What follows belongs to an exercise in optimizing a design on an open flow for small area, a short achievable clock period and few clock cycles per item; a production flow would make more cautious choices.
The RTL of this run was laid out without a check of its function.

$ cat flow/config.mk
export PLATFORM = sky130hd
export DESIGN_NAME = mx_block_mac
export DESIGN_NICKNAME = mx_block_mac
export VERILOG_FILES = /design/flow/design.v
export SDC_FILE = /design/flow/constraint.sdc
export NUM_CORES = 4
export LEC_CHECK = 0
export CAP_MARGIN = 20
export CORE_MARGIN = 2
export CORE_UTILIZATION = 40
export SLEW_MARGIN = 20
$ cat flow/constraint.sdc
create_clock -name core_clock -period 50.0 [get_ports {clk}]
set_input_delay 10.0000 -clock core_clock [delete_from_list [all_inputs] [get_ports {clk}]]
set_output_delay 10.0000 -clock core_clock [all_outputs]
set_load 0.01 [all_outputs]
$ cat flow/design.v
module mx_block_mac (
    input  wire         clk,
    input  wire         rst,         
    input  wire         in_valid,
    input  wire [127:0] a_elems,     
    input  wire [127:0] b_elems,
    input  wire [7:0]   a_scale,
    input  wire [7:0]   b_scale,
    input  wire [31:0]  acc_in,
    output reg          out_valid,
    output reg  [31:0]  acc_out
);
    reg         v_q;
    reg [127:0] a_q, b_q;
    reg [7:0]   sa_q, sb_q;
    reg [31:0]  acc_q;
    always @(posedge clk) begin
        if (rst) v_q <= 1'b0;
        else     v_q <= in_valid;
        a_q   <= a_elems;
        b_q   <= b_elems;
        sa_q  <= a_scale;
        sb_q  <= b_scale;
        acc_q <= acc_in;
    end
    function [3:0] e2m1_x2;
        input [2:0] m;
        case (m)
            3'd0: e2m1_x2 = 4'd0;
            3'd1: e2m1_x2 = 4'd1;
            3'd2: e2m1_x2 = 4'd2;
            3'd3: e2m1_x2 = 4'd3;
            3'd4: e2m1_x2 = 4'd4;
            3'd5: e2m1_x2 = 4'd6;
            3'd6: e2m1_x2 = 4'd8;
            default: e2m1_x2 = 4'd12;
        endcase
    endfunction
    reg signed [15:0] bsum;
    reg               all_neg_zero;    
    integer i;
    always @* begin
        bsum = 16'sd0;
        all_neg_zero = 1'b1;
        for (i = 0; i < 32; i = i + 1) begin : prod
            reg [7:0] p;
            reg       ps;
            p  = e2m1_x2(a_q[4*i +: 3]) * e2m1_x2(b_q[4*i +: 3]);
            ps = a_q[4*i+3] ^ b_q[4*i+3];
            if (ps) bsum = bsum - $signed({8'd0, p});
            else    bsum = bsum + $signed({8'd0, p});
            if (p != 8'd0 || !ps) all_neg_zero = 1'b0;
        end
    end
    wire        s_nan  = (sa_q == 8'hFF) || (sb_q == 8'hFF);
    wire        s_sign = (bsum == 16'sd0) ? all_neg_zero : bsum[15];
    wire [12:0] s_mag  = bsum[15] ? (~bsum[12:0] + 13'd1) : bsum[12:0];
    wire signed [10:0] s_e = $signed({3'd0, sa_q}) + $signed({3'd0, sb_q}) - 11'sd256;
    reg [3:0]          msb;           
    reg signed [11:0]  s_ef;          
    reg signed [11:0]  s_t;           
    reg [30:0]         s_abs;         
    reg [4:0]          sh;
    reg [12:0]         q_int;
    reg [12:0]         rem;
    reg                g, st, up;
    integer j;
    always @* begin
        msb = 4'd0;
        for (j = 0; j < 13; j = j + 1)
            if (s_mag[j]) msb = j[3:0];
        s_ef  = $signed({8'd0, msb}) + s_e + 12'sd127;
        s_t   = s_e + 12'sd149;
        s_abs = 31'd0;
        sh    = 5'd0;
        q_int = 13'd0;
        rem   = 13'd0;
        g = 1'b0; st = 1'b0; up = 1'b0;
        if (s_mag == 13'd0) begin
            s_abs = 31'd0;
        end else if (s_ef >= 12'sd255) begin
            s_abs = {8'hFF, 23'd0};                        
        end else if (s_ef >= 12'sd1) begin
            s_abs = {s_ef[7:0], 23'd0} | (({18'd0, s_mag} << (5'd23 - {1'b0, msb})) & 31'h007F_FFFF);
        end else if (s_t >= 12'sd0) begin
            s_abs = {18'd0, s_mag} << s_t[4:0];            
        end else if (s_t <= -12'sd14) begin
            s_abs = 31'd0;                                 
        end else begin
            sh    = -s_t[4:0];
            q_int = s_mag >> sh;
            rem   = s_mag & ((13'd1 << sh) - 13'd1);
            g     = rem[sh - 5'd1];
            st    = (rem & ((13'd1 << (sh - 5'd1)) - 13'd1)) != 13'd0;
            up    = g && (st || q_int[0]);
            s_abs = {18'd0, q_int} + {30'd0, up};
        end
    end
    wire [31:0] s_bits = s_nan ? 32'h7FC0_0000 : {s_sign, s_abs};
    wire        xs = acc_q[31];
    wire [7:0]  xe = acc_q[30:23];
    wire [22:0] xf = acc_q[22:0];
    wire        ys = s_bits[31];
    wire [7:0]  ye = s_bits[30:23];
    wire [22:0] yf = s_bits[22:0];
    wire x_nan = (xe == 8'hFF) && (xf != 23'd0);
    wire y_nan = (ye == 8'hFF) && (yf != 23'd0);
    wire x_inf = (xe == 8'hFF) && (xf == 23'd0);
    wire y_inf = (ye == 8'hFF) && (yf == 23'd0);
    wire        swap = {ye, yf} > {xe, xf};
    wire        bs   = swap ? ys : xs;
    wire [7:0]  be   = swap ? ye : xe;
    wire [22:0] bf   = swap ? yf : xf;
    wire        ss   = swap ? xs : ys;
    wire [7:0]  se   = swap ? xe : ye;
    wire [22:0] sf   = swap ? xf : yf;
    wire [7:0]  bex  = (be == 8'd0) ? 8'd1 : be;      
    wire [7:0]  sex  = (se == 8'd0) ? 8'd1 : se;
    wire [26:0] bm   = {(be != 8'd0), bf, 3'b000};    
    wire [26:0] sm   = {(se != 8'd0), sf, 3'b000};
    wire [7:0]  d    = bex - sex;
    reg [26:0] sm_al;
    reg        sticky_al;
    always @* begin
        if (d >= 8'd27) begin
            sm_al     = 27'd0;
            sticky_al = (sm != 27'd0);
        end else begin
            sm_al     = sm >> d;
            sticky_al = (sm & ((27'd1 << d) - 27'd1)) != 27'd0;
        end
    end
    wire [26:0] sm_s = {sm_al[26:1], sm_al[0] | sticky_al};
    wire        sub = bs ^ ss;
    wire [27:0] sum = sub ? ({1'b0, bm} - {1'b0, sm_s}) : ({1'b0, bm} + {1'b0, sm_s});
    reg [26:0] nm;         
    reg [8:0]  ne;         
    reg [4:0]  lz;
    reg [7:0]  lsh;
    reg        lz_found;
    integer k;
    always @* begin
        lz = 5'd27;
        lz_found = 1'b0;
        for (k = 26; k >= 0; k = k - 1)
            if (!lz_found && sum[k]) begin
                lz = 5'd26 - k[4:0];
                lz_found = 1'b1;
            end
        lsh = 8'd0;
        if (sum[27]) begin
            nm = {sum[27:2], sum[1] | sum[0]};
            ne = {1'b0, bex} + 9'd1;
        end else begin
            lsh = ({3'd0, lz} < bex) ? {3'd0, lz} : (bex - 8'd1);
            nm  = sum[26:0] << lsh;
            ne  = nm[26] ? ({1'b0, bex} - {1'b0, lsh}) : 9'd0;
        end
    end
    wire        r_up  = nm[2] && (nm[1] || nm[0] || nm[3]);
    wire [31:0] r_mag = {1'b0, ne[7:0], nm[25:3]} + {31'd0, r_up};
    reg [31:0] res;
    always @* begin
        if (x_nan || y_nan)
            res = 32'h7FC0_0000;
        else if (x_inf && y_inf)
            res = (xs == ys) ? {xs, 8'hFF, 23'd0} : 32'h7FC0_0000;
        else if (x_inf)
            res = {xs, 8'hFF, 23'd0};
        else if (y_inf)
            res = {ys, 8'hFF, 23'd0};
        else if (sum == 28'd0)
            res = {(xs & ys), 31'd0};                   
        else if (ne >= 9'd255)
            res = {bs, 8'hFF, 23'd0};
        else
            res = {bs, r_mag[30:0]};
    end
    always @(posedge clk) begin
        if (rst) out_valid <= 1'b0;
        else     out_valid <= v_q;
        acc_out <= res;
    end
endmodule
$ cat flow/run.sh
#!/bin/bash
# synth_recipe.tcl (not shown) runs the flow's synth.tcl, then flattens the netlist and writes it again
# the make line also repeats each setting of config.mk as NAME=value (left out here)
make -C /OpenROAD-flow-scripts/flow DESIGN_CONFIG=/design/flow/config.mk WORK_HOME=/design/flow/orfs CLKGATE_MAP_FILE= SYNTH_SCRIPT=/design/flow/synth_recipe.tcl finish
==> run_results.csv <==
group,metric,value,unit
drt,dr_total_vias,66600,
sta,slew_violations,0,
setup_path,r2r_slack,2.86,ns
drt,dr.pass1.iters,9,
setup_path,cpPeakStageDelay,0.61,ns
drt,drt_iter0_drc,5199,
run,drv_cap,0,
sta,hold_viol_final,0,
setup_path,critPathSlowestCell,"or4_4",
setup_path,crit_required,50.59,ns
placement,pre_cts_ws,0.864,ns
floorplan,pin_count,340,
global_route,grt_pass1_vias,64700,
global_route,grt_start_max_net_pins,65,
hold_path,holdPathStages,1,
logic_synthesis,synthCells,9058,
sta,worst_clock_skew,0.0433,ns
drt,via_per_inst,5.69,
setup_path,cp-startpoint,"b_q[1]",
setup_path,reg2regPathDepth,221,
logic_synthesis,synth_edf_count,0,
setup_path,cp_common_cell,"ha_1",
drt,wirelength,232000,um
drt,wl_per_cell,19.9,um
clock_network,cts_made_buffers,44,
logic_synthesis,synth_compound_area_share,22.8,%
clock_network,cts_tree,"yes",
setup_path,reg2reg_from,"b_q[1]",
sta,worstMarginPinSlew,1.17,ns
floorplan,core_area,168000,um^2
layout,nets,11000,
sta,max_clock_freq,21.2,MHz
setup_path,crit_fanout,17,
floorplan,die-height,415,um
layout,syn2layout_area_growth,13.4,%
layout,fin_util,45.8,%
setup_path,crit_arrival,47.73,ns
setup_path,crit_path_end_kind,"flip-flop",
logic_synthesis,synthArstFlopShare,0,%
sta,fin_crit_sh,94.3,%
sta,period_minus_slack,47.14,ns
logic_synthesis,synth_xor_area_share,12.2,%
setup_path,rr_endpoint,"acc_out[22]",
global_route,antenna_found_initial,2,
setup_path,critPathCapture,"acc_out[22]",
floorplan,die_x,415,um
clock_network,clockBufferDepth,3,
global_route,overflow,0,
setup_path,crit_path_start_kind,"flip-flop",
run_status,outcome,"finished clean",
logic_synthesis,synthAdderAreaFrac,24.2,%
clock_network,cts_max_level,2,
layout,stdcell_count,11700,
placement,gp_congestion,1.03,
setup_path,path_class,"reg2reg",
clock_network,clkLatencyLatePin,0.70,ns
floorplan,rows,150,
global_route,grt_util_all_layers,26.0,%
placement,portBuffers,339,
logic_synthesis,synth.avg_cell_area,7.47,um^2
layout,final_common_cell,"ha_1",
clock_network,clock-sinks,338,
clock_network,clk_pin_slew_worst_paths,0.06,ns
floorplan,initial_core_util,40.4,%
logic_synthesis,yosys_register_bits,338,
hold_path,min_path_type,"reg2reg",
clock_network,hold_buffers,0,
sta,setup_ws,2.86,ns
layout,fillerInstances,16800,
sta,fin_tns_setup,0,ns
drt,ant_nets,0,
logic_synthesis,synth_top_family_by_area,"adder cells",
drt,remaining_drc_errors,0,
global_route,grt_pass1_wl,360000,um
logic_synthesis,synth_cell_types,126,
layout,final_layout_size_suffix_gt1_share,7.12,%
sta,slew_headroom,21.2,%
logic_synthesis,muxShareOfSynthArea,3.96,%
layout,final_cell_mix,"1042 x ha_1, 928 x nor2_1, 765 x inv_1",
placement,place.detailed.hpwl,195000,um
clock_network,clockRootBuffer,"clkbuf_16",
floorplan,die_area,172000,um^2
logic_synthesis,ys_seq_area_share,10.0,%
logic_synthesis,yosys.area_share.simple,21.2,%
logic_synthesis,ys_warn_count,1,
sta,setup_viol,0,
logic_synthesis,syn_area,67600,um^2
logic_synthesis,ys.flop_type,"dfxtp_1",
placement,placedCellCount,11600,
==> cell usage after synthesis, types with 53 or more instances <==
cell / count / area [um^2]
a21o_1: 342 / 2570
o21ai_0: 367 / 1840
o31ai_1: 53 / 398
nor2b_1: 89 / 557
fa_1: 165 / 3300
nand2_1: 758 / 2850
o21a_1: 123 / 923
dfxtp_1: 338 / 6770
inv_1: 766 / 2880
or2_2: 78 / 488
a21oi_1: 677 / 3390
nand4_1: 93 / 582
mux2i_1: 164 / 1640
nand3_1: 254 / 1270
mux2_2: 86 / 968
xor2_1: 297 / 2600
nand2b_1: 247 / 1550
xnor2_1: 598 / 5240
ha_1: 1046 / 13100
o211ai_1: 58 / 435
clkbuf_1: 177 / 664
o21bai_1: 182 / 1370
nor2_1: 933 / 3500
nor3_1: 234 / 1170
==> layer usage <==
| layer | GRT usage [%] | vias to the layer above | wire, um | share of wire, % |
|---|---|---|---|---|
| met4 | 12.0 | 2 | 12000 | 5.2 |
| met5 | 0 | - | 8 | 0.0034 |
| li1 | - | 32800 | - | - |
| met2 | 42.8 | 2081 | 104000 | 45 |
| met3 | 3.67 | 464 | 13900 | 6.0 |
| met1 | 33.4 | 31200 | 102000 | 44 |
==> cell type report <==
cell class	count	area, um^2	share of cell area (%)
diodes	4	10.0	0.0130
clock buffers	56	1210	1.57
clock inverters	24	294	0.383
inverters	776	2920	3.80
multi-input cells	7728	57600	75.1
flip-flops and latches	338	6770	8.82
well taps	2204	2760	3.59
repair buffers	566	5150	6.71
==> sequential cells by signal (all words and copies together) (netlist names) <==
register and count:
acc_out 32, sb_q 8, a_q 128, out_valid 1
acc_q 32, b_q 128, sa_q 8, v_q 1
==> worst min path at each step <==
stage	endpoint	startpoint	slack, ns
floorplan	out_valid	v_q	0.41
global placement	out_valid	v_q	0.42
detailed placement	out_valid	v_q	0.43
CTS	out_valid	v_q	0.46
global route	out_valid	v_q	0.48
finish	out_valid	v_q	0.45
==> cell families after synthesis <==
group / after synthesis
AND/OR/NAND/NOR: 3008
AO/OA/AOI/OAI: 2335
adder cells (fa/ha/maj): 1211
buffers and inverters: 994
XOR/XNOR: 918
flip-flops: 338
multiplexers: 253
other: 1
==> stage by stage <==
step	area [um^2]	hold slack [ns]
after floorplan	67700	0.414
after CTS	76100	0.455
after global placement	74600	0.423
final	76700	0.449
after global routing	76700	0.479
after detailed placement	74600	0.435
==> timing repair <==
| action | in CTS | in global routing |
|---|---|---|
| endpoints found under the setup margin | 0 | 31 |
| buffers inserted | 0 | 19 |
| gates resized for setup | 0 | 100 |
==> worst max-delay path: cells and delay by family, from the launching register on <==
kind / cells / cell delay [ns]
AOI/OAI and AO/OA: 80 / 14.09
buffers and inverters: 14 / 1.81
adders and majority gates: 40 / 13.84
DFF: 1 / 0.34
and+or+nand+nor: 46 / 8.66
muxes: 4 / 1.44
xor gates and xnor gates: 37 / 6.76

## afterwards: timing with drivers on the ports
The flow's constraints put no driver on any port. The routed layout listed below was extracted and timed again, unchanged, in two steps.
Step 1 (the two cells are an assumption about what drives the block):
set clk [get_ports {clk}]
set_driving_cell -lib_cell sky130_fd_sc_hd__clkbuf_16 $clk
set_driving_cell -lib_cell sky130_fd_sc_hd__buf_2 [delete_from_list [all_inputs] $clk]
Step 2 adds t to the input delays and takes it off the output delays; t is the mean of the earliest and latest rising clock arrival at the registers after step 1. Input paths then give back, and output paths get back, about the clock's delay inside the block.
a / b / c = ideal / step 1 / step 2; a / b = the first two.
t (ns): 0.762
setup WS [ns]: 2.859 / 2.859 / 2.859
latest minus earliest clock arrival (ns): 0.043 / 0.043
After both steps this run still meets setup and hold. For this run, drivers alone change the setup slack by 0.000 ns; drivers and shift together by 0.000 ns.
